Source: an optimization exercise on an open RTL-to-GDS flow (aim: small area, a short achievable clock period and few clock cycles per item). Production flows keep margins and buffers that such runs may drop. In this exercise RTL edits were held to simulation tests only and were not proved equivalent to the original. Power figures rest on the tool's default switching activity, not on a simulated workload.

<file path="config.mk">
export PLATFORM = sky130hd
export DESIGN_NAME = cmd_env_check
export DESIGN_NICKNAME = cmd_env_check
export VERILOG_FILES = /design/flow/design.v
export SDC_FILE = /design/flow/constraint.sdc
export NUM_CORES = 4
export LEC_CHECK = 0
export ABC_CLOCK_PERIOD_IN_PS = 3000
export CAP_MARGIN = 20
export CORE_MARGIN = 2
export CORE_UTILIZATION = 40
export CTS_BUF_LIST = sky130_fd_sc_hd__clkbuf_4 sky130_fd_sc_hd__clkbuf_8
export PLACE_DENSITY = 0.6
export SETUP_SLACK_MARGIN = 5.0
export SLEW_MARGIN = 20
</file>
<file path="constraint.sdc">
create_clock -name core_clock -period 8.0 [get_ports {clk}]
set_input_delay 1.6000 -clock core_clock [delete_from_list [all_inputs] [get_ports {clk}]]
set_output_delay 1.6000 -clock core_clock [all_outputs]
set_load 0.01 [all_outputs]
</file>
<file path="design.v">
module cmd_env_check (
    input  wire        clk,
    input  wire        rst,             
    input  wire        in_valid,
    output wire        in_ready,
    input  wire [31:0] in_data,
    input  wire        in_last,
    input  wire [31:0] conn_id,         
    input  wire [47:0] bus_counter,     
    output reg         res_valid,
    output reg  [2:0]  res_code,        
    output reg  [2:0]  res_cv,          
    output wire [15:0] res_epoch,       
    output wire        res_epoch_set    
);
    localparam [1023:0] C_STEP = {32'h40000000, 32'h20000000, 32'h10000000, 32'h88000000, 32'h84000000, 32'h82000000, 32'h81000000, 32'h00800000, 32'h80400000, 32'h80200000, 32'h00100000, 32'h80080000, 32'h80040000, 32'h80020000, 32'h00010000, 32'h00008000, 32'h00004000, 32'h80002000, 32'h80001000, 32'h00000800, 32'h80000400, 32'h80000200, 32'h80000100, 32'h80000080, 32'h00000040, 32'h80000020, 32'h00000010, 32'h00000008, 32'h00000004, 32'h00000002, 32'h00000001, 32'h80000000};
    localparam [31:0]   K_A    = 32'h3646F9E5;      
    localparam [31:0]   K_B    = 32'h2CADC2C5;      
    localparam [31:0]   K_C    = 32'h87974A2C;      
    localparam [31:0]   N_ONES = 32'h39C4E761;   
    function [31:0] mat;
        input [1023:0] m;
        input [31:0]   v;
        integer i;
        begin
            for (i = 0; i < 32; i = i + 1)
                mat[i] = ^(m[32*i +: 32] & v);
        end
    endfunction
    function [31:0] rev32;
        input [31:0] v;
        integer i;
        begin
            for (i = 0; i < 32; i = i + 1)
                rev32[i] = v[31 - i];
        end
    endfunction
    assign in_ready = 1'b1;
    wire take = in_valid;
    localparam [2:0] S_H1 = 3'd0, S_H2 = 3'd1, S_H3 = 3'd2, S_PAY = 3'd3,
                     S_PAIR = 3'd4, S_CV1 = 3'd5, S_CV2 = 3'd6, S_OVER = 3'd7;
    reg         nfirst;        
    reg  [2:0]  st;            
    reg  [13:0] rem;           
    wire at_h0   = nfirst;
    wire at_h1   = !nfirst && st == S_H1;
    wire at_h2   = !nfirst && st == S_H2;
    wire at_h3   = !nfirst && st == S_H3;
    wire at_pay  = !nfirst && st == S_PAY;
    wire at_pair = !nfirst && st == S_PAIR;
    wire at_cv1  = !nfirst && st == S_CV1;
    wire at_cv2  = !nfirst && st == S_CV2;
    always @(posedge clk) begin
        if (rst)
            nfirst <= 1'b1;
        else if (take)
            nfirst <= in_last;
    end
    always @(posedge clk) begin
        if (take) begin
            if (nfirst)
                st <= S_H1;
            else case (st)
                S_H1:   st <= S_H2;
                S_H2:   st <= S_H3;
                S_H3:   st <= (in_data[15:2] == 14'd0) ? S_PAIR : S_PAY;
                S_PAY:  st <= (rem == 14'd1) ? S_PAIR : S_PAY;
                S_PAIR: st <= S_CV1;
                S_CV1:  st <= S_CV2;
                default: st <= S_OVER;
            endcase
            if (at_h3)
                rem <= in_data[15:2];
            else if (at_pay)
                rem <= rem - 14'd1;
        end
    end
    wire [31:0] rcid  = rev32(conn_id);
    wire [31:0] in_bs = {in_data[7:0], in_data[15:8], in_data[23:16], in_data[31:24]};
    wire        cv_in = at_cv1 | at_cv2;
    wire [31:0] w_in  = cv_in ? in_data : (in_bs ^ {16'd0, nfirst ? rcid[31:16] : 16'd0});
    wire [31:0] want_in;
    wire [31:0] nx;
    wire [246:0] nxt;    
    assign nxt[0] = w_in[5] ^ w_in[12];
    assign nxt[1] = w_in[0] ^ w_in[6];
    assign nxt[2] = w_in[9] ^ w_in[30];
    assign nxt[3] = w_in[7] ^ w_in[10];
    assign nxt[4] = w_in[2] ^ w_in[3];
    assign nxt[5] = w_in[14] ^ w_in[21];
    assign nxt[6] = w_in[22] ^ nxt[0];
    assign nxt[7] = w_in[25] ^ nxt[2];
    assign nxt[8] = w_in[15] ^ w_in[17];
    assign nxt[9] = w_in[11] ^ w_in[29];
    assign nxt[10] = w_in[8] ^ nxt[1];
    assign nxt[11] = w_in[16] ^ nxt[4];
    assign nxt[12] = w_in[31] ^ nxt[3];
    assign nxt[13] = w_in[1] ^ w_in[23];
    assign nxt[14] = w_in[13] ^ w_in[19];
    assign nxt[15] = w_in[24] ^ w_in[26];
    assign nxt[16] = w_in[28] ^ nxt[5];
    assign nxt[17] = w_in[4] ^ w_in[11];
    assign nxt[18] = w_in[7] ^ w_in[20];
    assign nxt[19] = w_in[27] ^ w_in[30];
    assign nxt[20] = w_in[18] ^ nxt[8];
    assign nxt[21] = nxt[11] ^ nxt[12];
    assign nxt[22] = w_in[8] ^ w_in[20];
    assign nxt[23] = w_in[15] ^ w_in[31];
    assign nxt[24] = w_in[26] ^ w_in[29];
    assign nxt[25] = w_in[12] ^ nxt[9];
    assign nxt[26] = w_in[2] ^ nxt[16];
    assign nxt[27] = w_in[28] ^ nxt[6];
    assign nxt[28] = nxt[7] ^ nxt[10];
    assign nxt[29] = w_in[1] ^ w_in[4];
    assign nxt[30] = w_in[12] ^ w_in[17];
    assign nxt[31] = w_in[9] ^ nxt[22];
    assign nxt[32] = w_in[18] ^ nxt[14];
    assign nxt[33] = w_in[20] ^ nxt[17];
    assign nxt[34] = nxt[0] ^ nxt[9];
    assign nxt[35] = nxt[18] ^ nxt[23];
    assign nxt[36] = w_in[14] ^ nxt[20];
    assign nxt[37] = nxt[1] ^ nxt[7];
    assign nxt[38] = w_in[0] ^ w_in[5];
    assign nxt[39] = w_in[0] ^ w_in[7];
    assign nxt[40] = w_in[3] ^ w_in[10];
    assign nxt[41] = w_in[5] ^ w_in[18];
    assign nxt[42] = w_in[13] ^ w_in[21];
    assign nxt[43] = w_in[19] ^ w_in[23];
    assign nxt[44] = w_in[22] ^ w_in[25];
    assign nxt[45] = w_in[24] ^ w_in[25];
    assign nxt[46] = w_in[1] ^ nxt[5];
    assign nxt[47] = w_in[21] ^ nxt[2];
    assign nxt[48] = w_in[24] ^ nxt[13];
    assign nxt[49] = w_in[26] ^ nxt[1];
    assign nxt[50] = w_in[29] ^ nxt[15];
    assign nxt[51] = nxt[3] ^ nxt[8];
    assign nxt[52] = nxt[4] ^ nxt[19];
    assign nxt[53] = nxt[13] ^ nxt[24];
    assign nxt[54] = nxt[18] ^ nxt[24];
    assign nxt[55] = w_in[6] ^ nxt[31];
    assign nxt[56] = nxt[5] ^ nxt[6];
    assign nxt[57] = nxt[6] ^ nxt[29];
    assign nxt[58] = nxt[10] ^ nxt[17];
    assign nxt[59] = nxt[11] ^ nxt[30];
    assign nxt[60] = w_in[11] ^ want_in[0];
    assign nxt[61] = nxt[3] ^ nxt[15];
    assign nxt[62] = nxt[60] ^ nxt[20];
    assign nxt[63] = nxt[61] ^ nxt[27];
    assign nxt[64] = nxt[37] ^ nxt[62];
    assign nxt[65] = nxt[63] ^ nxt[64];
    assign nxt[66] = w_in[5] ^ w_in[7];
    assign nxt[67] = w_in[21] ^ want_in[1];
    assign nxt[68] = nxt[1] ^ nxt[19];
    assign nxt[69] = nxt[66] ^ nxt[67];
    assign nxt[70] = nxt[20] ^ nxt[53];
    assign nxt[71] = nxt[68] ^ nxt[69];
    assign nxt[72] = nxt[70] ^ nxt[71];
    assign nxt[73] = w_in[3] ^ want_in[2];
    assign nxt[74] = nxt[3] ^ nxt[73];
    assign nxt[75] = nxt[25] ^ nxt[32];
    assign nxt[76] = nxt[46] ^ nxt[74];
    assign nxt[77] = nxt[75] ^ nxt[76];
    assign nxt[78] = w_in[6] ^ w_in[8];
    assign nxt[79] = want_in[3] ^ nxt[0];
    assign nxt[80] = nxt[2] ^ nxt[29];
    assign nxt[81] = nxt[78] ^ nxt[79];
    assign nxt[82] = nxt[80] ^ nxt[21];
    assign nxt[83] = nxt[81] ^ nxt[82];
    assign nxt[84] = w_in[15] ^ w_in[23];
    assign nxt[85] = w_in[26] ^ want_in[4];
    assign nxt[86] = nxt[38] ^ nxt[84];
    assign nxt[87] = nxt[85] ^ nxt[16];
    assign nxt[88] = nxt[86] ^ nxt[21];
    assign nxt[89] = nxt[87] ^ nxt[88];
    assign nxt[90] = w_in[29] ^ want_in[5];
    assign nxt[91] = nxt[44] ^ nxt[90];
    assign nxt[92] = nxt[35] ^ nxt[52];
    assign nxt[93] = nxt[91] ^ nxt[92];
    assign nxt[94] = want_in[6] ^ nxt[14];
    assign nxt[95] = nxt[50] ^ nxt[94];
    assign nxt[96] = nxt[21] ^ nxt[37];
    assign nxt[97] = nxt[56] ^ nxt[95];
    assign nxt[98] = nxt[96] ^ nxt[97];
    assign nxt[99] = w_in[4] ^ want_in[7];
    assign nxt[100] = nxt[44] ^ nxt[99];
    assign nxt[101] = nxt[16] ^ nxt[32];
    assign nxt[102] = nxt[100] ^ nxt[59];
    assign nxt[103] = nxt[101] ^ nxt[102];
    assign nxt[104] = w_in[0] ^ w_in[2];
    assign nxt[105] = w_in[21] ^ w_in[27];
    assign nxt[106] = want_in[8] ^ nxt[15];
    assign nxt[107] = nxt[104] ^ nxt[105];
    assign nxt[108] = nxt[35] ^ nxt[106];
    assign nxt[109] = nxt[107] ^ nxt[57];
    assign nxt[110] = nxt[108] ^ nxt[109];
    assign nxt[111] = w_in[21] ^ want_in[9];
    assign nxt[112] = nxt[14] ^ nxt[45];
    assign nxt[113] = nxt[111] ^ nxt[12];
    assign nxt[114] = nxt[25] ^ nxt[112];
    assign nxt[115] = nxt[55] ^ nxt[113];
    assign nxt[116] = nxt[114] ^ nxt[115];
    assign nxt[117] = w_in[17] ^ w_in[31];
    assign nxt[118] = want_in[10] ^ nxt[41];
    assign nxt[119] = nxt[43] ^ nxt[117];
    assign nxt[120] = nxt[47] ^ nxt[54];
    assign nxt[121] = nxt[118] ^ nxt[119];
    assign nxt[122] = nxt[120] ^ nxt[121];
    assign nxt[123] = w_in[9] ^ w_in[16];
    assign nxt[124] = want_in[11] ^ nxt[39];
    assign nxt[125] = nxt[123] ^ nxt[46];
    assign nxt[126] = nxt[50] ^ nxt[124];
    assign nxt[127] = nxt[125] ^ nxt[126];
    assign nxt[128] = w_in[13] ^ want_in[12];
    assign nxt[129] = nxt[38] ^ nxt[45];
    assign nxt[130] = nxt[128] ^ nxt[11];
    assign nxt[131] = nxt[129] ^ nxt[36];
    assign nxt[132] = nxt[130] ^ nxt[131];
    assign nxt[133] = w_in[3] ^ w_in[24];
    assign nxt[134] = want_in[13] ^ nxt[43];
    assign nxt[135] = nxt[133] ^ nxt[6];
    assign nxt[136] = nxt[134] ^ nxt[28];
    assign nxt[137] = nxt[36] ^ nxt[135];
    assign nxt[138] = nxt[136] ^ nxt[137];
    assign nxt[139] = w_in[27] ^ want_in[14];
    assign nxt[140] = nxt[0] ^ nxt[139];
    assign nxt[141] = nxt[7] ^ nxt[33];
    assign nxt[142] = nxt[140] ^ nxt[21];
    assign nxt[143] = nxt[36] ^ nxt[141];
    assign nxt[144] = nxt[142] ^ nxt[143];
    assign nxt[145] = w_in[15] ^ w_in[25];
    assign nxt[146] = want_in[15] ^ nxt[42];
    assign nxt[147] = nxt[145] ^ nxt[12];
    assign nxt[148] = nxt[31] ^ nxt[146];
    assign nxt[149] = nxt[57] ^ nxt[147];
    assign nxt[150] = nxt[148] ^ nxt[149];
    assign nxt[151] = w_in[12] ^ w_in[21];
    assign nxt[152] = w_in[23] ^ want_in[16];
    assign nxt[153] = nxt[151] ^ nxt[152];
    assign nxt[154] = nxt[33] ^ nxt[51];
    assign nxt[155] = nxt[153] ^ nxt[28];
    assign nxt[156] = nxt[154] ^ nxt[155];
    assign nxt[157] = w_in[1] ^ w_in[19];
    assign nxt[158] = want_in[17] ^ nxt[15];
    assign nxt[159] = nxt[41] ^ nxt[157];
    assign nxt[160] = nxt[12] ^ nxt[52];
    assign nxt[161] = nxt[158] ^ nxt[159];
    assign nxt[162] = nxt[58] ^ nxt[160];
    assign nxt[163] = nxt[161] ^ nxt[162];
    assign nxt[164] = w_in[18] ^ w_in[22];
    assign nxt[165] = want_in[18] ^ nxt[164];
    assign nxt[166] = nxt[54] ^ nxt[165];
    assign nxt[167] = nxt[28] ^ nxt[59];
    assign nxt[168] = nxt[166] ^ nxt[167];
    assign nxt[169] = w_in[4] ^ w_in[28];
    assign nxt[170] = want_in[19] ^ nxt[14];
    assign nxt[171] = nxt[23] ^ nxt[40];
    assign nxt[172] = nxt[169] ^ nxt[10];
    assign nxt[173] = nxt[34] ^ nxt[47];
    assign nxt[174] = nxt[170] ^ nxt[171];
    assign nxt[175] = nxt[172] ^ nxt[173];
    assign nxt[176] = nxt[174] ^ nxt[175];
    assign nxt[177] = w_in[11] ^ w_in[13];
    assign nxt[178] = w_in[31] ^ want_in[20];
    assign nxt[179] = nxt[40] ^ nxt[177];
    assign nxt[180] = nxt[178] ^ nxt[49];
    assign nxt[181] = nxt[179] ^ nxt[27];
    assign nxt[182] = nxt[180] ^ nxt[181];
    assign nxt[183] = w_in[10] ^ w_in[23];
    assign nxt[184] = want_in[21] ^ nxt[15];
    assign nxt[185] = nxt[19] ^ nxt[183];
    assign nxt[186] = nxt[34] ^ nxt[184];
    assign nxt[187] = nxt[185] ^ nxt[26];
    assign nxt[188] = nxt[186] ^ nxt[187];
    assign nxt[189] = w_in[10] ^ w_in[27];
    assign nxt[190] = want_in[22] ^ nxt[4];
    assign nxt[191] = nxt[42] ^ nxt[189];
    assign nxt[192] = nxt[25] ^ nxt[48];
    assign nxt[193] = nxt[190] ^ nxt[191];
    assign nxt[194] = nxt[37] ^ nxt[192];
    assign nxt[195] = nxt[193] ^ nxt[194];
    assign nxt[196] = want_in[23] ^ nxt[13];
    assign nxt[197] = nxt[7] ^ nxt[34];
    assign nxt[198] = nxt[35] ^ nxt[196];
    assign nxt[199] = nxt[26] ^ nxt[197];
    assign nxt[200] = nxt[198] ^ nxt[199];
    assign nxt[201] = w_in[3] ^ w_in[13];
    assign nxt[202] = want_in[24] ^ nxt[5];
    assign nxt[203] = nxt[13] ^ nxt[30];
    assign nxt[204] = nxt[201] ^ nxt[33];
    assign nxt[205] = nxt[202] ^ nxt[203];
    assign nxt[206] = nxt[28] ^ nxt[204];
    assign nxt[207] = nxt[205] ^ nxt[206];
    assign nxt[208] = w_in[14] ^ w_in[27];
    assign nxt[209] = want_in[25] ^ nxt[208];
    assign nxt[210] = nxt[51] ^ nxt[53];
    assign nxt[211] = nxt[209] ^ nxt[27];
    assign nxt[212] = nxt[55] ^ nxt[210];
    assign nxt[213] = nxt[211] ^ nxt[212];
    assign nxt[214] = w_in[9] ^ w_in[23];
    assign nxt[215] = want_in[26] ^ nxt[214];
    assign nxt[216] = nxt[6] ^ nxt[10];
    assign nxt[217] = nxt[215] ^ nxt[21];
    assign nxt[218] = nxt[216] ^ nxt[217];
    assign nxt[219] = w_in[16] ^ w_in[30];
    assign nxt[220] = want_in[27] ^ nxt[9];
    assign nxt[221] = nxt[22] ^ nxt[219];
    assign nxt[222] = nxt[32] ^ nxt[48];
    assign nxt[223] = nxt[220] ^ nxt[221];
    assign nxt[224] = nxt[56] ^ nxt[222];
    assign nxt[225] = nxt[223] ^ nxt[224];
    assign nxt[226] = want_in[28] ^ nxt[2];
    assign nxt[227] = nxt[13] ^ nxt[226];
    assign nxt[228] = nxt[26] ^ nxt[58];
    assign nxt[229] = nxt[227] ^ nxt[228];
    assign nxt[230] = w_in[20] ^ w_in[30];
    assign nxt[231] = want_in[29] ^ nxt[3];
    assign nxt[232] = nxt[4] ^ nxt[230];
    assign nxt[233] = nxt[49] ^ nxt[231];
    assign nxt[234] = nxt[232] ^ nxt[27];
    assign nxt[235] = nxt[233] ^ nxt[234];
    assign nxt[236] = w_in[4] ^ w_in[5];
    assign nxt[237] = w_in[16] ^ want_in[30];
    assign nxt[238] = nxt[8] ^ nxt[236];
    assign nxt[239] = nxt[237] ^ nxt[7];
    assign nxt[240] = nxt[238] ^ nxt[26];
    assign nxt[241] = nxt[239] ^ nxt[240];
    assign nxt[242] = w_in[31] ^ want_in[31];
    assign nxt[243] = nxt[8] ^ nxt[19];
    assign nxt[244] = nxt[39] ^ nxt[242];
    assign nxt[245] = nxt[25] ^ nxt[243];
    assign nxt[246] = nxt[244] ^ nxt[245];
    assign nx[0] = nxt[65];
    assign nx[1] = nxt[72];
    assign nx[2] = nxt[77];
    assign nx[3] = nxt[83];
    assign nx[4] = nxt[89];
    assign nx[5] = nxt[93];
    assign nx[6] = nxt[98];
    assign nx[7] = nxt[103];
    assign nx[8] = nxt[110];
    assign nx[9] = nxt[116];
    assign nx[10] = nxt[122];
    assign nx[11] = nxt[127];
    assign nx[12] = nxt[132];
    assign nx[13] = nxt[138];
    assign nx[14] = nxt[144];
    assign nx[15] = nxt[150];
    assign nx[16] = nxt[156];
    assign nx[17] = nxt[163];
    assign nx[18] = nxt[168];
    assign nx[19] = nxt[176];
    assign nx[20] = nxt[182];
    assign nx[21] = nxt[188];
    assign nx[22] = nxt[195];
    assign nx[23] = nxt[200];
    assign nx[24] = nxt[207];
    assign nx[25] = nxt[213];
    assign nx[26] = nxt[218];
    assign nx[27] = nxt[225];
    assign nx[28] = nxt[229];
    assign nx[29] = nxt[235];
    assign nx[30] = nxt[241];
    assign nx[31] = nxt[246];
    reg [31:0] nx_q;
    reg [15:0] seed_lo;        
    reg        v_q, f_q, cov_q, c1_q, c2_q, l_q;
    always @(posedge clk) begin
        nx_q    <= nx;
        seed_lo <= rcid[15:0] ^ {bus_counter[39:32], bus_counter[47:40]};
        v_q     <= take & ~rst;
        f_q     <= nfirst;
        cov_q   <= nfirst | (st[2] == 1'b0);
        c1_q    <= at_cv1;
        c2_q    <= at_cv2;
        l_q     <= in_last;
    end
    wire [31:0] ntv;           
    wire [91:0] ntt;    
    assign ntt[0] = seed_lo[5] ^ seed_lo[7];
    assign ntt[1] = seed_lo[9] ^ seed_lo[15];
    assign ntt[2] = seed_lo[1] ^ seed_lo[14];
    assign ntt[3] = seed_lo[2] ^ seed_lo[11];
    assign ntt[4] = seed_lo[4] ^ seed_lo[6];
    assign ntt[5] = seed_lo[8] ^ seed_lo[10];
    assign ntt[6] = seed_lo[13] ^ ntt[1];
    assign ntt[7] = seed_lo[3] ^ seed_lo[5];
    assign ntt[8] = seed_lo[12] ^ seed_lo[14];
    assign ntt[9] = seed_lo[0] ^ ntt[3];
    assign ntt[10] = seed_lo[4] ^ ntt[0];
    assign ntt[11] = seed_lo[9] ^ ntt[2];
    assign ntt[12] = seed_lo[13] ^ ntt[2];
    assign ntt[13] = seed_lo[10] ^ seed_lo[15];
    assign ntt[14] = seed_lo[1] ^ ntt[0];
    assign ntt[15] = seed_lo[6] ^ ntt[6];
    assign ntt[16] = seed_lo[0] ^ seed_lo[5];
    assign ntt[17] = seed_lo[0] ^ seed_lo[14];
    assign ntt[18] = seed_lo[2] ^ seed_lo[13];
    assign ntt[19] = seed_lo[3] ^ seed_lo[8];
    assign ntt[20] = seed_lo[6] ^ seed_lo[12];
    assign ntt[21] = seed_lo[5] ^ ntt[4];
    assign ntt[22] = seed_lo[10] ^ ntt[3];
    assign ntt[23] = seed_lo[10] ^ ntt[4];
    assign ntt[24] = seed_lo[11] ^ ntt[7];
    assign ntt[25] = seed_lo[11] ^ ntt[12];
    assign ntt[26] = seed_lo[15] ^ ntt[14];
    assign ntt[27] = ntt[1] ^ ntt[9];
    assign ntt[28] = ntt[6] ^ ntt[10];
    assign ntt[29] = ntt[7] ^ ntt[15];
    assign ntt[30] = seed_lo[15] ^ ntt[25];
    assign ntt[31] = seed_lo[2] ^ ntt[5];
    assign ntt[32] = ntt[20] ^ ntt[11];
    assign ntt[33] = ntt[31] ^ ntt[32];
    assign ntt[34] = ntt[0] ^ ntt[12];
    assign ntt[35] = ntt[22] ^ ntt[34];
    assign ntt[36] = ntt[7] ^ ntt[18];
    assign ntt[37] = seed_lo[15] ^ ntt[17];
    assign ntt[38] = seed_lo[0] ^ seed_lo[12];
    assign ntt[39] = ntt[0] ^ ntt[13];
    assign ntt[40] = ntt[38] ^ ntt[39];
    assign ntt[41] = seed_lo[1] ^ seed_lo[9];
    assign ntt[42] = ntt[4] ^ ntt[41];
    assign ntt[43] = ntt[5] ^ ntt[17];
    assign ntt[44] = ntt[43] ^ ntt[29];
    assign ntt[45] = ntt[8] ^ ntt[9];
    assign ntt[46] = ntt[45] ^ ntt[29];
    assign ntt[47] = ntt[5] ^ ntt[12];
    assign ntt[48] = ntt[21] ^ ntt[47];
    assign ntt[49] = seed_lo[4] ^ seed_lo[8];
    assign ntt[50] = ntt[49] ^ ntt[11];
    assign ntt[51] = ntt[24] ^ ntt[50];
    assign ntt[52] = seed_lo[3] ^ ntt[10];
    assign ntt[53] = ntt[22] ^ ntt[52];
    assign ntt[54] = seed_lo[13] ^ ntt[5];
    assign ntt[55] = ntt[16] ^ ntt[54];
    assign ntt[56] = seed_lo[8] ^ seed_lo[14];
    assign ntt[57] = ntt[56] ^ ntt[6];
    assign ntt[58] = ntt[9] ^ ntt[57];
    assign ntt[59] = seed_lo[7] ^ ntt[3];
    assign ntt[60] = ntt[19] ^ ntt[59];
    assign ntt[61] = ntt[15] ^ ntt[60];
    assign ntt[62] = seed_lo[4] ^ ntt[2];
    assign ntt[63] = ntt[62] ^ ntt[27];
    assign ntt[64] = ntt[1] ^ ntt[21];
    assign ntt[65] = ntt[10] ^ ntt[11];
    assign ntt[66] = seed_lo[1] ^ seed_lo[3];
    assign ntt[67] = ntt[5] ^ ntt[18];
    assign ntt[68] = ntt[66] ^ ntt[67];
    assign ntt[69] = ntt[23] ^ ntt[27];
    assign ntt[70] = seed_lo[1] ^ seed_lo[12];
    assign ntt[71] = ntt[70] ^ ntt[24];
    assign ntt[72] = ntt[13] ^ ntt[20];
    assign ntt[73] = seed_lo[12] ^ ntt[5];
    assign ntt[74] = ntt[73] ^ ntt[26];
    assign ntt[75] = seed_lo[8] ^ ntt[1];
    assign ntt[76] = ntt[14] ^ ntt[75];
    assign ntt[77] = ntt[8] ^ ntt[28];
    assign ntt[78] = seed_lo[11] ^ ntt[28];
    assign ntt[79] = seed_lo[7] ^ ntt[4];
    assign ntt[80] = ntt[8] ^ ntt[13];
    assign ntt[81] = ntt[79] ^ ntt[80];
    assign ntt[82] = seed_lo[0] ^ seed_lo[6];
    assign ntt[83] = seed_lo[7] ^ ntt[82];
    assign ntt[84] = ntt[83] ^ ntt[25];
    assign ntt[85] = ntt[4] ^ ntt[19];
    assign ntt[86] = ntt[9] ^ ntt[85];
    assign ntt[87] = ntt[26] ^ ntt[86];
    assign ntt[88] = ntt[0] ^ ntt[8];
    assign ntt[89] = ntt[8] ^ ntt[23];
    assign ntt[90] = seed_lo[12] ^ ntt[16];
    assign ntt[91] = ntt[11] ^ ntt[90];
    assign ntv[0] = ntt[30];
    assign ntv[1] = ntt[33];
    assign ntv[2] = ntt[35];
    assign ntv[3] = ntt[36];
    assign ntv[4] = ntt[37];
    assign ntv[5] = ntt[40];
    assign ntv[6] = ntt[42];
    assign ntv[7] = ntt[44];
    assign ntv[8] = ntt[46];
    assign ntv[9] = ntt[48];
    assign ntv[10] = ntt[51];
    assign ntv[11] = ntt[53];
    assign ntv[12] = ntt[55];
    assign ntv[13] = ntt[58];
    assign ntv[14] = ntt[61];
    assign ntv[15] = ntt[63];
    assign ntv[16] = ntt[64];
    assign ntv[17] = ntt[65];
    assign ntv[18] = ntt[68];
    assign ntv[19] = ntt[69];
    assign ntv[20] = ntt[71];
    assign ntv[21] = ntt[72];
    assign ntv[22] = ntt[74];
    assign ntv[23] = ntt[76];
    assign ntv[24] = ntt[77];
    assign ntv[25] = ntt[78];
    assign ntv[26] = ntt[81];
    assign ntv[27] = ntt[84];
    assign ntv[28] = ntt[87];
    assign ntv[29] = ntt[88];
    assign ntv[30] = ntt[89];
    assign ntv[31] = ntt[91];
    reg  [31:0] f_a, g_b, g_c;
    wire [31:0] cf_a   = mat(C_STEP, f_a);
    wire [31:0] cg_b   = mat(C_STEP, g_b);
    wire [31:0] cg_c   = mat(C_STEP, g_c);
    reg         l1b, l2c;      
    wire [31:0] cg_sel = at_cv1 ? (l1b ? cg_b : 32'd0) : (l2c ? cg_c : cg_b);
    assign      want_in = cv_in ? (cf_a ^ cg_sel ^ N_ONES) : 32'd0;
    wire [31:0] f_next = nx_q ^ (f_q ? (ntv ^ K_A) : cf_a);
    wire        cv_ok  = (nx_q == 32'd0);
    reg         cv1_ok;
    always @(posedge clk) begin
        if (v_q && cov_q) begin
            f_a <= f_next;
            g_b <= f_q ? K_B : cg_b;
            g_c <= f_q ? K_C : cg_c;
        end
        if (v_q && c1_q)
            cv1_ok <= cv_ok;
    end
    reg [31:0] bc_lo;          
    reg [31:0] env_base;       
    reg        sub_q;          
    reg [15:0] ep_q;
    reg        s4_hi, s4_ok, kf_ok, pc_ok;
    wire [31:0] eb_sub = env_base - bc_lo;
    always @(posedge clk) begin
        if (nfirst)
            bc_lo <= bus_counter[31:0];
        sub_q <= take & at_h1;
        if (take & at_h0)
            env_base[31:16] <= in_data[15:0];
        else if (sub_q)
            env_base[31:16] <= eb_sub[31:16];
        if (take & at_h1)
            env_base[15:0] <= in_data[31:16];
        else if (sub_q)
            env_base[15:0] <= eb_sub[15:0];
        if (take) begin
            if (at_h1)
                s4_hi <= (in_data[15:0] == bc_lo[31:16]);
            if (at_h2) begin
                s4_ok <= s4_hi && (in_data[31:16] == bc_lo[15:0]);
                ep_q  <= in_data[15:0];
            end
            if (at_h3)
                kf_ok <= (in_data[31:16] == 16'h3000) && (in_data[1:0] == 2'b00);
            if (at_pair) begin
                l1b   <= (in_data[31:24] == 8'h06);
                l2c   <= (in_data[31:24] == 8'h05) || (in_data[31:24] == 8'h06);
                pc_ok <= ((in_data[31:24] == 8'h03) || (in_data[31:24] == 8'h05) ||
                          (in_data[31:24] == 8'h06)) && (in_data[23:0] == 24'd0);
            end
        end
    end
    reg [15:0] acc_ep;         
    reg        ep_set;
    reg [31:0] bc0, bc1;       
    reg        bsel;
    reg        base_set;
    reg [1:0]  cand_cnt;       
    wire [15:0] ep_diff = ep_q - acc_ep;
    reg         eq0, eq1, ep_eq, ep_newer;
    always @(posedge clk) begin
        eq0      <= (env_base == bc0);
        eq1      <= (env_base == bc1);
        ep_eq    <= ep_set && (ep_diff == 16'd0);
        ep_newer <= ep_set && (ep_diff != 16'd0) && !ep_diff[15];
    end
    wire base_eq = base_set && (bsel ? eq1 : eq0);
    wire cand_eq = bsel ? eq0 : eq1;
    wire done   = v_q & l_q;
    wire s2_ok  = c2_q && kf_ok && pc_ok;
    wire s5_ok  = !base_set || base_eq || ep_newer;
    wire s6_ok  = ep_eq || ep_newer;
    reg [2:0] code_r;
    always @* begin
        if (!s4_ok)      code_r = 3'd4;
        else if (!s5_ok) code_r = 3'd5;
        else if (!s6_ok) code_r = 3'd6;
        else             code_r = 3'd0;
    end
    wire cv2_ok = cv_ok;
    wire pre    = done & s2_ok & cv1_ok;    
    wire [2:0] code_ok  = !s2_ok ? 3'd2 : !cv1_ok ? 3'd3 : code_r;
    wire [2:0] code_bad = !s2_ok ? 3'd2 : 3'd3;
    wire [2:0] cvf_ok  = {1'b0, s2_ok & l1b & !cv1_ok, s2_ok & !l1b & !cv1_ok};
    wire [2:0] cvf_bad = {s2_ok & l2c & cv1_ok, s2_ok & !l2c & cv1_ok, 1'b0};
    wire r_code0 = code_r == 3'd0;
    wire r_code5 = code_r == 3'd5 && ep_eq;
    wire cand_go = cand_cnt != 2'd0 && cand_eq;
    wire u_ep    = pre & ((r_code0 & ep_newer) | (code_r == 3'd6 & !ep_set));
    wire u_base  = pre & r_code0 & (ep_newer | !base_set);
    wire u_adopt = pre & r_code5 & cand_go & cand_cnt == 2'd3;
    wire u_inc   = pre & r_code5 & cand_go & cand_cnt != 2'd3;
    wire u_cand  = pre & r_code5 & !cand_go;
    wire u_clr   = pre & (r_code0 | u_adopt);
    wire w_base = cv2_ok & u_base;
    wire w_cand = cv2_ok & u_cand;
    always @(posedge clk) begin
        if ((w_base & !bsel) | (w_cand & bsel))
            bc0 <= env_base;
        if ((w_base & bsel) | (w_cand & !bsel))
            bc1 <= env_base;
    end
    always @(posedge clk) begin
        if (rst) begin
            acc_ep   <= 16'd0;
            ep_set   <= 1'b0;
            base_set <= 1'b0;
            bsel     <= 1'b0;
            cand_cnt <= 2'd0;
        end else if (cv2_ok) begin
            if (u_ep) begin
                acc_ep <= ep_q;
                ep_set <= 1'b1;
            end
            if (u_base)
                base_set <= 1'b1;
            else if (u_adopt)
                bsel <= !bsel;
            if (u_cand)
                cand_cnt <= 2'd1;
            else if (u_inc)
                cand_cnt <= cand_cnt + 2'd1;
            else if (u_clr)
                cand_cnt <= 2'd0;
        end
    end
    always @(posedge clk) begin
        if (rst)
            res_valid <= 1'b0;
        else
            res_valid <= done;
        res_code <= cv2_ok ? code_ok : code_bad;    
        res_cv   <= cv2_ok ? cvf_ok : cvf_bad;
    end
    assign res_epoch     = acc_ep;
    assign res_epoch_set = ep_set;
endmodule
</file>
<file path="run.sh">
#!/bin/bash
# synth_recipe.tcl (not shown) runs the flow's synth.tcl, then flattens the netlist and writes it again
# the make line also repeats each setting of config.mk as NAME=value (left out here)
make -C /OpenROAD-flow-scripts/flow DESIGN_CONFIG=/design/flow/config.mk WORK_HOME=/design/flow/orfs CLKGATE_MAP_FILE= SYNTH_SCRIPT=/design/flow/synth_recipe.tcl finish
</file>
==> flow_metrics.env, run 1 <==
export IMPL_status="no timing/DRC/antenna violations"
export IMPL_synthTopCellsByCount="xnor2_1, edfxtp_1, xor2_1"
export IMPL_synth_top_area_share=0.371
export IMPL_max_slew_worst_pin_slew_ps=1070
export IMPL_critical_path_max_stage_delay_ps=440
export IMPL_p_comb_frac=0.365
export IMPL_grt_pass1_wl_um=96100
export IMPL_crit_required_ps=8560
export IMPL_synth_seq_cells=352
export IMPL_cts_inserted_buffers=69
export IMPL_fin_area_mm2=0.0270
export IMPL_yosysMostFrequentCell="xnor2_1"
export IMPL_layout_nets=2412
export IMPL_holdWs_ps=467
export IMPL_cap_violations=0
export IMPL_gr_usage_all_layers=0.229
export IMPL_async_flop_share=0
export IMPL_synth_area_top_cells="edfxtp_1, xnor2_1, xor2_1, dfxtp_1, ha_1"
export IMPL_drtIter0Drc=1384
export IMPL_path_clk_slew_ps=60
export IMPL_start_util=0.405
export IMPL_post_place_ws_ps=3460
export IMPL_p_clk_frac=0.276
export IMPL_vias_per_cell=5.33
export IMPL_routed_via_count=15900
export IMPL_final_setup_tns_ps=0
export IMPL_grt_pass1_vias=15600
export IMPL_ios=141
export IMPL_r2r_end="nx_q[3]"
export IMPL_finalCriticalPeriod_ps=3160
export IMPL_crit_fanout=5
export IMPL_seq_power_share=0.359
export IMPL_clockBufferDepth=3
export IMPL_grt_setup_unrepaired="yes"
export IMPL_drt_total_wl_um=64700
export IMPL_p_sw_frac=0.330
export IMPL_period_share=0.395
export IMPL_cp_slowest_cell="mux2i_1"
export IMPL_max_slew_margin=0.283
export IMPL_antenna_found_initial=5
export IMPL_drv_slew=0
export IMPL_setup_ws_ps=4840
export IMPL_htree_levels=3
export IMPL_clock_sinks=352
export IMPL_intPower_mw=4.58
export IMPL_syn2layout_area_growth_pct=26.7
export IMPL_crit_chain="dlygate4sd2_1, buf_8, buf_4, mux2i_1, xnor2_1, xnor2_2, buf_4, xnor2_4, xnor2_2, xor2_1"
export IMPL_p_sw_mw=2.26
export IMPL_final_setup_viol_count=0
export IMPL_avgRoutedWirePerCell_um=21.6
export IMPL_synth_cells=2009
export IMPL_holdPathEnd="acc_ep[10]"
export IMPL_placed_cell_area_mm2=0.0238
export IMPL_design_core_area_mm2=0.0527
export IMPL_reg2reg_depth=12
export IMPL_synth_flop_cell="edfxtp_1"
export IMPL_fillers=4656
export IMPL_globalplace_congestion=0.920
export IMPL_drive_gt1_frac=0.196
export IMPL_io_buffers=139
export IMPL_die_x_um=235
export IMPL_synth_nets=2176
export IMPL_leakage_nw=9.99
export IMPL_start_kind="input pin"
export IMPL_clk_latency_ps=650
export IMPL_root_buffer="clkbuf_8"
export IMPL_fin_skew_ps=30.2
export IMPL_dp_hpwl_um=46600
export IMPL_drc=0
export IMPL_seq_area_frac_synth=0.454
export IMPL_yosysTopAreaCell="edfxtp_1"
export IMPL_syn_area_per_cell_um2=10.6
export IMPL_worst_r2r_setup_slack_ps=4990
export IMPL_hold_violations=0
export IMPL_end_kind="flip-flop"
export IMPL_min_path_type="reg2reg"
export IMPL_syn_area_mm2=0.0213
export IMPL_fp_dieH_um=235
export IMPL_synth_edf_count=264
export IMPL_core_rowCount=84
export IMPL_max_freq_ghz=0.317
export IMPL_power_total_mw=6.83
export IMPL_ys_warn_count=1
export IMPL_cts_tree="done"
export IMPL_arrival_ps=3710
export IMPL_critPathKind="in2reg"
export IMPL_ctsHoldBuffers=0
export IMPL_holdCritStartpoint="acc_ep[10]"
export IMPL_grt_max_degree=101
export IMPL_reg2reg_from="nfirst"
export IMPL_power_density_mw_per_mm2=253
export IMPL_synth_cell_types=70
export IMPL_antenna_left=0
export IMPL_dieArea_mm2=0.0552
export IMPL_max_vdd_ir_drop_uv=151
export IMPL_grt_overflow=0
export IMPL_hold_depth=2
export IMPL_first_pass_iters=5
## power groups by stage
stage / sequential [mW] / combinational, mW / clock, mW
finish: 2.45 / 2.49 / 1.88
global route: 2.47 / 2.66 / 2.01
CTS: 2.45 / 2.35 / 1.92
detailed placement: 2.49 / 2.12 / 0
global placement: 2.49 / 2.11 / 0
floorplan: 2.40 / 1.68 / 0
## sequential cells by signal, summed over array words and instances, names as in the netlist, 14 cells and up
name,flops
seed_lo,16
bc1,32
f_a,32
g_b,32
rem,14
env_base,32
bc0,32
bc_lo,32
g_c,32
ep_q,16
nx_q,32
acc_ep,16
## layer usage
metal  GRT usage  vias to the layer above  part of all wire
met5           0                        -           0.00059
met4      0.0698                        6             0.029
met3      0.0428                      125             0.071
met2       0.354                      562              0.45
met1       0.326                     7851              0.45
li1            -                     7394                 -
## cell usage in the layout (no fill, tap or decap), drive strengths merged, types with 17 or more instances in the layout
| cell | synthesis | layout |
|---|---|---|
| a21oi | 101 | 101 |
| buf | 21 | 132 |
| clkbuf | 76 | 109 |
| clkdlybuf4s50 | 0 | 72 |
| clkinv | 0 | 19 |
| dfxtp | 88 | 88 |
| dlygate4sd2 | 0 | 34 |
| edfxtp | 264 | 264 |
| ha | 50 | 50 |
| inv | 74 | 74 |
| mux2i | 43 | 43 |
| nand2 | 135 | 135 |
| nand2b | 24 | 24 |
| nand3 | 17 | 17 |
| nand4 | 21 | 21 |
| nor2 | 123 | 123 |
| nor2b | 27 | 27 |
| nor3 | 20 | 20 |
| nor4 | 39 | 39 |
| o21ai | 57 | 57 |
| o22ai | 20 | 20 |
| or2 | 20 | 20 |
| xnor2 | 397 | 397 |
| xor2 | 226 | 226 |
## through the flow
stage | utilization | cells
after floorplan | - | 2009
final | 0.514 | 2991
after detailed placement | 0.452 | 2761
after global placement | 0.452 | 2761
after global routing | 0.514 | 2990
after CTS | 0.502 | 2953
## how the worst max path moves through the flow
stage | slack (ps) | startpoint | end | depth (start not counted)
after floorplan | 4610 | in_data[29] | nx_q[13] | 8
after global placement | 3470 | in_data[24] | nx_q[13] | 8
after detailed placement | 3460 | in_data[24] | nx_q[13] | 8
after CTS | 4760 | st[1] | nx_q[13] | 7
after global routing | 4840 | in_data[20] | nx_q[15] | 10
final | 4840 | in_data[20] | nx_q[15] | 10
## kinds of logic (layout without fill, tap and decap cells)
| kind of cell | after synthesis | after routing | share of synthesized area |
|---|---|---|---|
| XOR/XNOR | 630 | 630 | 0.266 |
| AND/OR/NAND/NOR | 480 | 480 | 0.111 |
| flip-flops | 352 | 352 | 0.454 |
| AO/OA/AOI/OAI | 279 | 279 | 0.0797 |
| buffers and inverters | 171 | 463 | 0.0322 |
| adder cells (fa/ha/maj) | 51 | 51 | 0.0302 |
| multiplexers | 45 | 45 | 0.0268 |
| other | 1 | 3 | 0.000176 |
## what timing repair did
item	CTS	global route
endpoints found under the setup margin	181	65
endpoints found under the hold margin	0	0
cloned	2	0
buffers inserted	63	35
gates resized for setup	223	87
pin swaps	40	37
## worst max-delay path, delay by kind of cell
kind,cells,cell delay [ps]
xor+xnor,5,900
buf+inv,4,760
mux,1,440
## final cells by class
type                    count  area [um2]  area share
diodes                      2        5.00    0.000185
clock buffers             102        1270      0.0468
clock inverters            25         171     0.00634
inverters                  74         282      0.0104
multi-input cells        1486       12200       0.452
flip-flops and latches    352        9690       0.358
well taps                 688         861      0.0318
repair buffers            262        2540      0.0938
Testbench counts, summed over its fixed seeds: cycles 128,720, envelopes 3,200.
==> run 2: changes to the inputs <==
==> flow/run.sh (new file) <==
#!/bin/bash
# The standard layout, except that the ports are buffered with
# sky130_fd_sc_hd__buf_1 (the resizer sizes them up where timing needs it)
# instead of the delay buffer buffer_ports picks by default, and that timing
# repair aims for 5.5 ns of setup slack.
set -euo pipefail
export BUFFER_PORTS_ARGS="-buffer_cell sky130_fd_sc_hd__buf_1"
export SETUP_SLACK_MARGIN=5.5
bash standard.sh > standard.log 2>&1
==> standard.sh (new file) <==
#!/bin/bash
# synth_recipe.tcl (not shown) runs the flow's synth.tcl, then flattens the netlist and writes it again
# the make line also repeats each setting of config.mk as NAME=value (left out here)
make -C /OpenROAD-flow-scripts/flow DESIGN_CONFIG=/design/flow/config.mk WORK_HOME=/design/flow/orfs CLKGATE_MAP_FILE= SYNTH_SCRIPT=/design/flow/synth_recipe.tcl "${@:-finish}"
--- a/config.mk
+++ b/config.mk
@@ -11,5 +11,4 @@
 export CORE_UTILIZATION = 40
 export CTS_BUF_LIST = sky130_fd_sc_hd__clkbuf_4 sky130_fd_sc_hd__clkbuf_8
 export PLACE_DENSITY = 0.6
-export SETUP_SLACK_MARGIN = 5.0
 export SLEW_MARGIN = 20
removed: run.sh
==> run 2 against run 1 <==
Still clean on timing, DRC and antenna. Global-route usage up 1.7 points. Fmax up 10%. Combinational power increased by 15%. Clock skew increased by 21 ps. Sequential power hardly changed. Cell area increased by 9.1%. Hold slack gained 31 ps. Via count is 3.6% higher. Sequential cell count unchanged. Critical path depth is the same. Largest cell class unchanged. Highest routed layer is now met4.
==> flow_metrics.env, run 2 <==
export IMPL_mostFrequentLayoutCell="xnor2_1"
export IMPL_cp_slowest_cell="xor3_2"
export IMPL_ys_warn_count=1
export IMPL_critical_path_max_stage_delay_ps=500
export IMPL_cap_violations=0
export IMPL_syn_area_per_cell_um2=10.6
export IMPL_final_setup_viol_count=0
export IMPL_min_path_type="reg2reg"
export IMPL_critPathMostFrequentCell="xnor2_2"
export IMPL_arrival_ps=3470
export IMPL_final_setup_tns_ps=0
export IMPL_seq_area_frac_synth=0.454
export IMPL_power_density_mw_per_mm2=243
export IMPL_dp_cells=2768
export IMPL_start_kind="input pin"
export IMPL_layout_nets=2556
export IMPL_globalplace_congestion=0.918
export IMPL_crit_fanout=3
export IMPL_end_kind="flip-flop"
export IMPL_path_clk_slew_ps=60
export IMPL_final_cell_mix="xnor2_1, edfxtp_1, xor2_1"
export IMPL_clockBufferDepth=3
export IMPL_syn2layout_area_growth_pct=38.3
export IMPL_first_pass_iters=5
export IMPL_max_freq_ghz=0.349
export IMPL_crit_chain="buf_8, nand2_4, xor3_2, xnor2_2, o21ai_2, buf_6, xnor3_1, xnor2_2, xnor2_2, xnor2_1"
export IMPL_root_buffer="clkbuf_8"
export IMPL_period_share=0.358
export IMPL_drtIter0Drc=1401
export IMPL_status="no timing/DRC/antenna violations"
export IMPL_core_rowCount=84
export IMPL_leakage_nw=10.9
export IMPL_syn_area_mm2=0.0213
export IMPL_start_util=0.405
export IMPL_reg2reg_from="bc_lo[3]"
export IMPL_synth_flop_cell="edfxtp_1"
export IMPL_grt_setup_unrepaired="yes"
export IMPL_holdCritStartpoint="acc_ep[1]"
export IMPL_synth_area_top_cells="edfxtp_1, xnor2_1, xor2_1, dfxtp_1, ha_1"
export IMPL_synth_cell_types=70
export IMPL_gr_usage_all_layers=0.246
export IMPL_grt_pass1_wl_um=103000
export IMPL_routed_via_count=16500
export IMPL_final_util=0.561
export IMPL_antenna_found_initial=2
export IMPL_async_flop_share=0
export IMPL_yosysMostFrequentCell="xnor2_1"
export IMPL_worst_r2r_setup_slack_ps=5140
export IMPL_drive_gt1_frac=0.333
export IMPL_critPathKind="in2reg"
export IMPL_finalCriticalPeriod_ps=2860
export IMPL_drc=0
export IMPL_max_slew_margin=0.333
export IMPL_drt_total_wl_um=70400
export IMPL_dieArea_mm2=0.0552
export IMPL_r2r_end="env_base[26]"
export IMPL_crit_required_ps=8600
export IMPL_antenna_left=0
export IMPL_grt_pass1_vias=16600
export IMPL_holdPathEnd="acc_ep[1]"
export IMPL_hold_depth=2
export IMPL_synthTopCellsByCount="xnor2_1, edfxtp_1, xor2_1"
export IMPL_final_cells=3132
export IMPL_ios=141
export IMPL_avgRoutedWirePerCell_um=22.5
export IMPL_synth_top_area_share=0.371
export IMPL_design_core_area_mm2=0.0527
export IMPL_cts_inserted_buffers=68
export IMPL_fp_dieH_um=235
export IMPL_clk_latency_ps=680
export IMPL_grt_max_degree=75
export IMPL_clock_sinks=352
export IMPL_die_x_um=235
export IMPL_yosysTopAreaCell="edfxtp_1"
export IMPL_io_buffers=139
export IMPL_synth_cells=2009
export IMPL_dp_hpwl_um=45600
export IMPL_hold_violations=0
export IMPL_max_vdd_ir_drop_uv=124
export IMPL_htree_levels=3
export IMPL_synth_nets=2176
export IMPL_cts_tree="done"
export IMPL_reg2reg_depth=11
export IMPL_synth_seq_cells=352
export IMPL_holdWs_ps=498
export IMPL_max_slew_worst_pin_slew_ps=1000
export IMPL_fin_skew_ps=51.7
export IMPL_drv_slew=0
export IMPL_vias_per_cell=5.27
export IMPL_grt_overflow=0
export IMPL_synth_edf_count=264
-- run 2: cell counts after synthesis --
Identical to the previous run, type by type.
-- run 2: critical path: cells and delay by family --
kind / cells / cell delay, ps
AO/OA/AOI/OAI: 1 / 140
XOR/XNOR: 6 / 1410
buffers and inverters: 2 / 230
AND/OR/NAND/NOR: 1 / 80
-- run 2: how the worst max path moves through the flow --
stage	start	to	slack, ps
after floorplan	in_data[29]	nx_q[13]	4610
after global placement	in_data[26]	nx_q[1]	3790
after detailed placement	in_data[26]	nx_q[18]	3840
after CTS	env_base[0]	env_base[26]	5180
after global routing	env_base[0]	env_base[26]	5060
final	conn_id[6]	nx_q[3]	5140
-- run 2: through the flow --
step	power, mW	instance area [um2]	setup WS [ps]
after floorplan	4.09	22300	4610
after global placement	4.59	23100	3790
after detailed placement	4.62	23100	3840
after CTS	6.96	28200	5180
after global routing	7.49	29500	5060
final	7.18	29500	5140
-- run 2: layout make-up --
type	count	area [um2]
antenna	2	5.00
clock buffer	97	1220
clock inverter	26	176
fill	4309	23100
inverter	74	298
multi-input combinational	1491	13800
sequential	352	9730
tap	688	861
timing repair buffer	402	3470
-- run 2: logic make-up after synthesis --
family                   count (synthesis)  share of synthesized area
AO/OA/AOI/OAI                          279                     0.0797
XOR/XNOR                               630                      0.266
adder cells (fa/ha/maj)                 51                     0.0302
buffers and inverters                  171                     0.0322
flip-flops                             352                      0.454
multiplexers                            45                     0.0268
other                                    1                   0.000176
AND/OR/NAND/NOR                        480                      0.111
-- run 2: power by group --
part / total (mW) / internal [mW] / switching [mW]
Combinational: 2.87 / 1.45 / 1.42
Sequential: 2.45 / 2.25 / 0.193
Clock: 1.86 / 1.04 / 0.816
-- run 2: timing repair --
action / 4_1_cts / 5_1_grt
cloned: 6 / 0
hold buffers: 0 / 0
setup endpoints to repair: 246 / 171
pin swaps: 115 / 152
endpoints found under the hold margin: 0 / 0
gates resized for setup: 404 / 165
setup buffers: 184 / 49
-- run 2: metal layers --
layer / GRT usage / up-vias / wire length, um
met5: 0 / - / 0
met4: 0.125 / 0 / 3960
met3: 0.0421 / 185 / 3720
met2: 0.412 / 564 / 34100
met1: 0.306 / 8089 / 28700
li1: - / 7666 / -
==> run 3: changes to the inputs <==
==> flow/run.sh (replaced) <==
#!/bin/bash
# The standard layout, except that the ports are buffered with
# sky130_fd_sc_hd__buf_1 (the resizer sizes them up where timing needs it)
# instead of the delay buffer buffer_ports picks by default.
set -euo pipefail
export BUFFER_PORTS_ARGS="-buffer_cell sky130_fd_sc_hd__buf_1"
bash standard.sh > standard.log 2>&1
--- a/config.mk
+++ b/config.mk
@@ -11,4 +11,5 @@
 export CORE_UTILIZATION = 40
 export CTS_BUF_LIST = sky130_fd_sc_hd__clkbuf_4 sky130_fd_sc_hd__clkbuf_8
 export PLACE_DENSITY = 0.6
+export SETUP_SLACK_MARGIN = 4.5
 export SLEW_MARGIN = 20
==> run 3 against run 2 <==
Still clean. Clock-buffer cell count decreased by 2. Routed wire length decreased by 12%. Global-route usage decreased by 2.5 points. Hold slack lost 31 ps. Via count fell by 7.4%. First-iteration DRC count fell by 7.9%. Synthesized cell count is the same. Register-to-register slack worse by 490 ps. Setup slack got worse by 560 ps. Fmax fell by 16%. Critical endpoint is now nx_q[13]. Largest cell class unchanged.
==> flow_metrics.env, run 3 <==
export IMPL_drtIter0Drc=1291
export IMPL_start_util=0.405
export IMPL_grt_max_degree=113
export IMPL_final_setup_viol_count=0
export IMPL_ios=141
export IMPL_setup_ws_ps=4580
export IMPL_syn2layout_area_growth_pct=12.7
export IMPL_start_kind="input pin"
export IMPL_final_setup_tns_ps=0
export IMPL_grt_setup_unrepaired="no"
export IMPL_clock_sinks=352
export IMPL_final_util=0.457
export IMPL_routed_via_count=15300
export IMPL_fin_area_mm2=0.0241
export IMPL_drv_slew=0
export IMPL_max_freq_ghz=0.292
export IMPL_cp_endpoint="nx_q[13]"
export IMPL_syn_area_per_cell_um2=10.6
export IMPL_synthTopCellsByCount="xnor2_1, edfxtp_1, xor2_1"
export IMPL_ys_warn_count=1
export IMPL_grt_pass1_wl_um=92900
export IMPL_critPathLaunch="in_data[6]"
export IMPL_synth_seq_cells=352
export IMPL_reg2reg_depth=9
export IMPL_final_cell_mix="xnor2_1, edfxtp_1, xor2_1"
export IMPL_dp_hpwl_um=46100
export IMPL_drt_total_wl_um=61800
export IMPL_cap_violations=0
export IMPL_worst_r2r_setup_slack_ps=4650
export IMPL_clk_latency_ps=660
export IMPL_critPathKind="in2reg"
export IMPL_async_flop_share=0
export IMPL_grt_overflow=0
export IMPL_dp_cells=2763
export IMPL_synth_edf_count=264
export IMPL_mostFrequentLayoutCell="xnor2_1"
export IMPL_synth_nets=2176
export IMPL_clockBufferDepth=3
export IMPL_max_slew_margin=0.253
export IMPL_synth_flop_cell="edfxtp_1"
export IMPL_globalplace_congestion=0.941
export IMPL_dieArea_mm2=0.0552
export IMPL_crit_required_ps=8520
export IMPL_grt_pass1_vias=14900
export IMPL_crit_fanout=10
export IMPL_path_clk_slew_ps=60
export IMPL_end_kind="flip-flop"
export IMPL_core_rowCount=84
export IMPL_status="no timing/DRC/antenna violations"
export IMPL_hold_violations=0
export IMPL_root_buffer="clkbuf_8"
export IMPL_max_slew_worst_pin_slew_ps=1120
export IMPL_fp_dieH_um=235
export IMPL_seq_area_frac_synth=0.454
export IMPL_placed_cell_area_mm2=0.0226
export IMPL_avgRoutedWirePerCell_um=21.4
export IMPL_syn_area_mm2=0.0213
export IMPL_cts_inserted_buffers=66
export IMPL_holdWs_ps=467
export IMPL_io_buffers=139
export IMPL_synth_top_area_share=0.371
export IMPL_layout_nets=2316
export IMPL_power_total_mw=6.34
export IMPL_drive_gt1_frac=0.0990
export IMPL_htree_levels=3
export IMPL_design_core_area_mm2=0.0527
export IMPL_cts_tree="done"
export IMPL_drc=0
export IMPL_die_x_um=235
export IMPL_vias_per_cell=5.28
export IMPL_max_vdd_ir_drop_uv=128
export IMPL_final_cells=2893
export IMPL_yosysTopAreaCell="edfxtp_1"
export IMPL_r2r_end="nx_q[19]"
export IMPL_synth_cells=2009
export IMPL_reg2reg_from="st[2]"
export IMPL_arrival_ps=3940
export IMPL_synth_area_top_cells="edfxtp_1, xnor2_1, xor2_1, dfxtp_1, ha_1"
export IMPL_yosysMostFrequentCell="xnor2_1"
export IMPL_antenna_found_initial=4
export IMPL_ctsHoldBuffers=0
export IMPL_synth_cell_types=70
export IMPL_period_share=0.428
export IMPL_fin_skew_ps=37.7
export IMPL_min_path_type="reg2reg"
export IMPL_post_place_ws_ps=3790
export IMPL_leakage_nw=8.43
export IMPL_antenna_left=0
export IMPL_first_pass_iters=7
export IMPL_gr_usage_all_layers=0.221
export IMPL_finalCriticalPeriod_ps=3420
export IMPL_power_density_mw_per_mm2=264
## run 3: cell counts after synthesis
No cell type changed its count.
## run 3: worst min-delay path by stage
stage	startpoint	to	cells past startpoint
2_1_floorplan	cand_cnt[1]	cand_cnt[1]	2
3_3_place_gp	acc_ep[3]	acc_ep[3]	2
3_5_place_dp	acc_ep[12]	acc_ep[12]	2
4_1_cts	acc_ep[12]	acc_ep[12]	2
5_1_grt	acc_ep[11]	acc_ep[11]	2
6_report	acc_ep[12]	acc_ep[12]	2
## run 3: per-layer routing
layer / up-vias / part of all wire / track usage
met5: - / 0.00044 / 0
met4: 4 / 0.027 / 0.0694
met3: 106 / 0.070 / 0.0466
met2: 516 / 0.45 / 0.338
met1: 7452 / 0.45 / 0.313
li1: 7208 / - / -
## run 3: what timing repair did
action	CTS	global route
setup buffers	4	0
gates cloned	2	0
resized for setup	7	19
endpoints found under the setup margin	28	41
pin swaps	0	0
## run 3: cell families after synthesis
family | count (synthesis) | synth area share
XOR/XNOR | 630 | 0.266
AND/OR/NAND/NOR | 480 | 0.111
flip-flops | 352 | 0.454
AO/OA/AOI/OAI | 279 | 0.0797
buffers and inverters | 171 | 0.0322
adder cells (fa/ha/maj) | 51 | 0.0302
multiplexers | 45 | 0.0268
other | 1 | 0.000176
## run 3: area by class of cell
cell class / instances / area, um2
Antenna cell: 4 / 10.0
Clock buffer: 95 / 1190
Clock inverter: 25 / 155
Fill cell: 4965 / 28600
Inverter: 74 / 282
Multi-Input combinational cell: 1488 / 11100
Sequential cell: 352 / 9690
Tap cell: 688 / 861
Timing Repair Buffer: 167 / 759
## run 3: critical path, stage by stage
cell     delay (ps)
buf_1           580
xor3_1          390
xor2_1          180
o21ai_2         280
xnor2_1         220
xor2_1          250
xnor3_1         430
## run 3: power by group
part           total (mW)  leakage (nW)  switching, mW  internal, mW
clock network        1.81         0.709          0.815         0.997
logic                2.08          4.57           1.12         0.952
registers            2.45          3.15          0.199          2.25
==> run 4: changes to the inputs <==
--- a/config.mk
+++ b/config.mk
@@ -8,8 +8,8 @@
 export ABC_CLOCK_PERIOD_IN_PS = 3000
 export CAP_MARGIN = 20
 export CORE_MARGIN = 2
-export CORE_UTILIZATION = 40
+export CORE_UTILIZATION = 55
 export CTS_BUF_LIST = sky130_fd_sc_hd__clkbuf_4 sky130_fd_sc_hd__clkbuf_8
-export PLACE_DENSITY = 0.6
-export SETUP_SLACK_MARGIN = 4.5
+export PLACE_DENSITY = 0.75
+export SETUP_SLACK_MARGIN = 5.0
 export SLEW_MARGIN = 20
==> run 4 against run 3 <==
Still clean on timing, DRC and antenna. Combinational power is 8% higher. Non-clock buffer count is 36 higher. Clock-buffer cell count is 1 lower. Via count is 2.4% higher. Clock power is 3% lower. Core utilization is 19 points higher. Largest cell class unchanged. Largest power group unchanged.
==> flow_metrics.env, run 4 <==
export IMPL_dieArea_mm2=0.0404
export IMPL_drv_slew=0
export IMPL_leakage_nw=8.86
export IMPL_core_rowCount=72
export IMPL_cts_tree="done"
export IMPL_drt_total_wl_um=61200
export IMPL_globalplace_congestion=1.00
export IMPL_synthTopCellsByCount="xnor2_1, edfxtp_1, xor2_1"
export IMPL_path_clk_slew_ps=60
export IMPL_dp_hpwl_um=44700
export IMPL_max_slew_margin=0.270
export IMPL_layout_nets=2345
export IMPL_synth_top_area_share=0.371
export IMPL_max_freq_ghz=0.325
export IMPL_final_setup_tns_ps=0
export IMPL_hold_violations=0
export IMPL_r2r_end="nx_q[19]"
export IMPL_ctsHoldBuffers=0
export IMPL_gr_usage_all_layers=0.298
export IMPL_htree_levels=2
export IMPL_finalCriticalPeriod_ps=3070
export IMPL_p_clk_frac=0.270
export IMPL_grt_pass1_wl_um=91100
export IMPL_cts_inserted_buffers=59
export IMPL_fillers=3068
export IMPL_intPower_mw=4.31
export IMPL_seq_power_share=0.383
export IMPL_routed_via_count=15600
export IMPL_mostFrequentLayoutCell="xnor2_1"
export IMPL_start_kind="input pin"
export IMPL_crit_required_ps=8560
export IMPL_io_buffers=139
export IMPL_drc=0
export IMPL_power_density_mw_per_mm2=261
export IMPL_holdPathEnd="acc_ep[10]"
export IMPL_cap_violations=0
export IMPL_synth_area_top_cells="edfxtp_1, xnor2_1, xor2_1, dfxtp_1, ha_1"
export IMPL_synth_flop_cell="edfxtp_1"
export IMPL_status="no timing/DRC/antenna violations"
export IMPL_avgRoutedWirePerCell_um=22.3
export IMPL_min_path_type="reg2reg"
export IMPL_synth_seq_cells=352
export IMPL_synth_cell_types=70
export IMPL_end_kind="flip-flop"
export IMPL_multi_input_area_mm2=0.0118
export IMPL_clock_sinks=352
export IMPL_setup_ws_ps=4930
export IMPL_critPathLaunch="conn_id[15]"
export IMPL_seq_area_frac_synth=0.454
export IMPL_power_total_mw=6.48
export IMPL_drive_gt1_frac=0.150
export IMPL_max_vdd_ir_drop_uv=167
export IMPL_regArea_mm2=0.00970
export IMPL_critPathKind="in2reg"
export IMPL_reg2reg_from="st[2]"
export IMPL_reg2reg_depth=9
export IMPL_syn_area_mm2=0.0213
export IMPL_antenna_found_initial=1
export IMPL_clk_latency_ps=660
export IMPL_antenna_left=0
export IMPL_syn2layout_area_growth_pct=16.2
export IMPL_p_comb_frac=0.347
export IMPL_first_pass_iters=4
export IMPL_start_util=0.555
export IMPL_grt_max_degree=120
export IMPL_root_buffer="clkbuf_8"
export IMPL_synth_cells=2009
export IMPL_yosysMostFrequentCell="xnor2_1"
export IMPL_syn_area_per_cell_um2=10.6
export IMPL_ios=141
export IMPL_holdCritStartpoint="acc_ep[10]"
export IMPL_arrival_ps=3630
export IMPL_fp_dieH_um=201
export IMPL_p_sw_frac=0.335
export IMPL_grt_overflow=0
export IMPL_fin_skew_ps=23.2
export IMPL_worst_r2r_setup_slack_ps=5050
export IMPL_die_x_um=201
export IMPL_yosysTopAreaCell="edfxtp_1"
export IMPL_drtIter0Drc=1404
export IMPL_synth_edf_count=264
export IMPL_final_cell_mix="xnor2_1, edfxtp_1, xor2_1"
export IMPL_vias_per_cell=5.70
export IMPL_synth_nets=2176
export IMPL_max_slew_worst_pin_slew_ps=1090
export IMPL_grt_setup_unrepaired="yes"
export IMPL_design_core_area_mm2=0.0385
export IMPL_period_share=0.384
export IMPL_hold_depth=2
export IMPL_crit_fanout=3
export IMPL_post_place_ws_ps=3800
export IMPL_final_setup_viol_count=0
export IMPL_grt_pass1_vias=15300
export IMPL_async_flop_share=0
export IMPL_ys_warn_count=1
export IMPL_clockBufferDepth=3
export IMPL_p_sw_mw=2.17
## run 4: timing repair
action                     CTS  global route
cloned                       2             0
setup buffers               17            24
setup endpoints to repair   96            78
pin swaps                   10            12
gates resized for setup     60            44
## run 4: worst max path at each step
stage               end  slack [ps]  cells past startpoint
2_1_floorplan  nx_q[13]        4610                      8
3_3_place_gp    nx_q[1]        3820                      8
3_5_place_dp    nx_q[1]        3800                      8
4_1_cts         nx_q[0]        5000                      9
5_1_grt         nx_q[0]        4920                     10
6_report        nx_q[0]        4930                     10
## run 4: final cells by class
cell class | count | area share
clock buffers | 94 | 0.0461
repair buffers | 203 | 0.0450
diodes | 1 | 0.000101
multi-input cells | 1488 | 0.475
flip-flops and latches | 352 | 0.391
inverters | 74 | 0.0113
clock inverters | 16 | 0.00585
well taps | 518 | 0.0261
## run 4: kinds of logic (layout without fill, tap and decap cells)
| kind of cell | Yosys count | after routing | share of synthesized area |
|---|---|---|---|
| AO/OA/AOI/OAI | 279 | 279 | 0.0797 |
| XOR/XNOR | 630 | 630 | 0.266 |
| adder cells (fa/ha/maj) | 51 | 51 | 0.0302 |
| buffers and inverters | 171 | 387 | 0.0322 |
| flip-flops | 352 | 352 | 0.454 |
| multiplexers | 45 | 45 | 0.0268 |
| other | 1 | 2 | 0.000176 |
| AND/OR/NAND/NOR | 480 | 482 | 0.111 |
## run 4: worst max-delay path, cell delays in order
cell     delay [ps]
buf_1           210
xor2_1          170
nand2_1         140
xnor2_1         190
o21ai_2         320
buf_4           220
xnor2_1         110
xnor2_2         310
xnor2_1         140
xnor2_1         220
## run 4: per-stage QoR
stage          instance area [um2]  hold WS [ps]   util  instances
2_1_floorplan                22100           443      -       2009
3_3_place_gp                 22700           453  0.591       2592
3_5_place_dp                 22700           462  0.591       2592
4_1_cts                      24400           471  0.634       2721
5_1_grt                      24800           493  0.645       2745
6_report                     24800           466  0.645       2746
## run 4: power groups by stage
| stage | clock network [mW] | registers, mW | logic, mW |
|---|---|---|---|
| after global routing | 1.85 | 2.49 | 2.40 |
| final | 1.75 | 2.48 | 2.25 |
| after detailed placement | 0 | 2.51 | 2.08 |
| after floorplan | 0 | 2.40 | 1.68 |
| after global placement | 0 | 2.51 | 2.06 |
| after CTS | 1.77 | 2.47 | 2.15 |
## run 4: layer usage
layer / vias to the layer above / track usage / part of all wire
li1: 7252 / - / -
met1: 7540 / 0.421 / 0.43
met2: 721 / 0.450 / 0.44
met3: 133 / 0.0661 / 0.090
met4: 0 / 0.112 / 0.034
met5: - / 0 / 0

-- static timing again, ports no longer ideal --
In the flow no input, the clock included, has a driving cell. The finished layouts below were timed again as built, in two steps.
Step 1, drivers: a clkbuf_16 drives clk and a buf_2 each remaining input, both assumed.
Step 2 moves the port delays by t, midway between the first and last clock arrival at a register: inputs arrive t later, outputs are due t later. That takes back most of the time a late clock gives input paths.
Three values: ideal ports, drivers, drivers and shift; two values: the first two.
run	shift t [ns]	setup WS [ns]	hold slack, ns	worst setup path after step 2	latest minus earliest clock arrival (ns)
run 1	0.690	4.843 / 4.874 / 4.184	0.467 / 0.467 / 0.467	input to register	0.034 / 0.034
run 2	0.711	5.135 / 5.139 / 4.432	0.498 / 0.498 / 0.498	input to register	0.060 / 0.059
run 3	0.701	4.576 / 4.606 / 3.905	0.467 / 0.467 / 0.467	input to register	0.046 / 0.046
run 4	0.696	4.927 / 4.951 / 4.256	0.466 / 0.466 / 0.466	input to register	0.023 / 0.023
After both steps setup and hold are still met in every run listed. For run 2, which loses most, drivers alone change the setup slack by +0.004 ns; drivers and shift together by -0.703 ns.
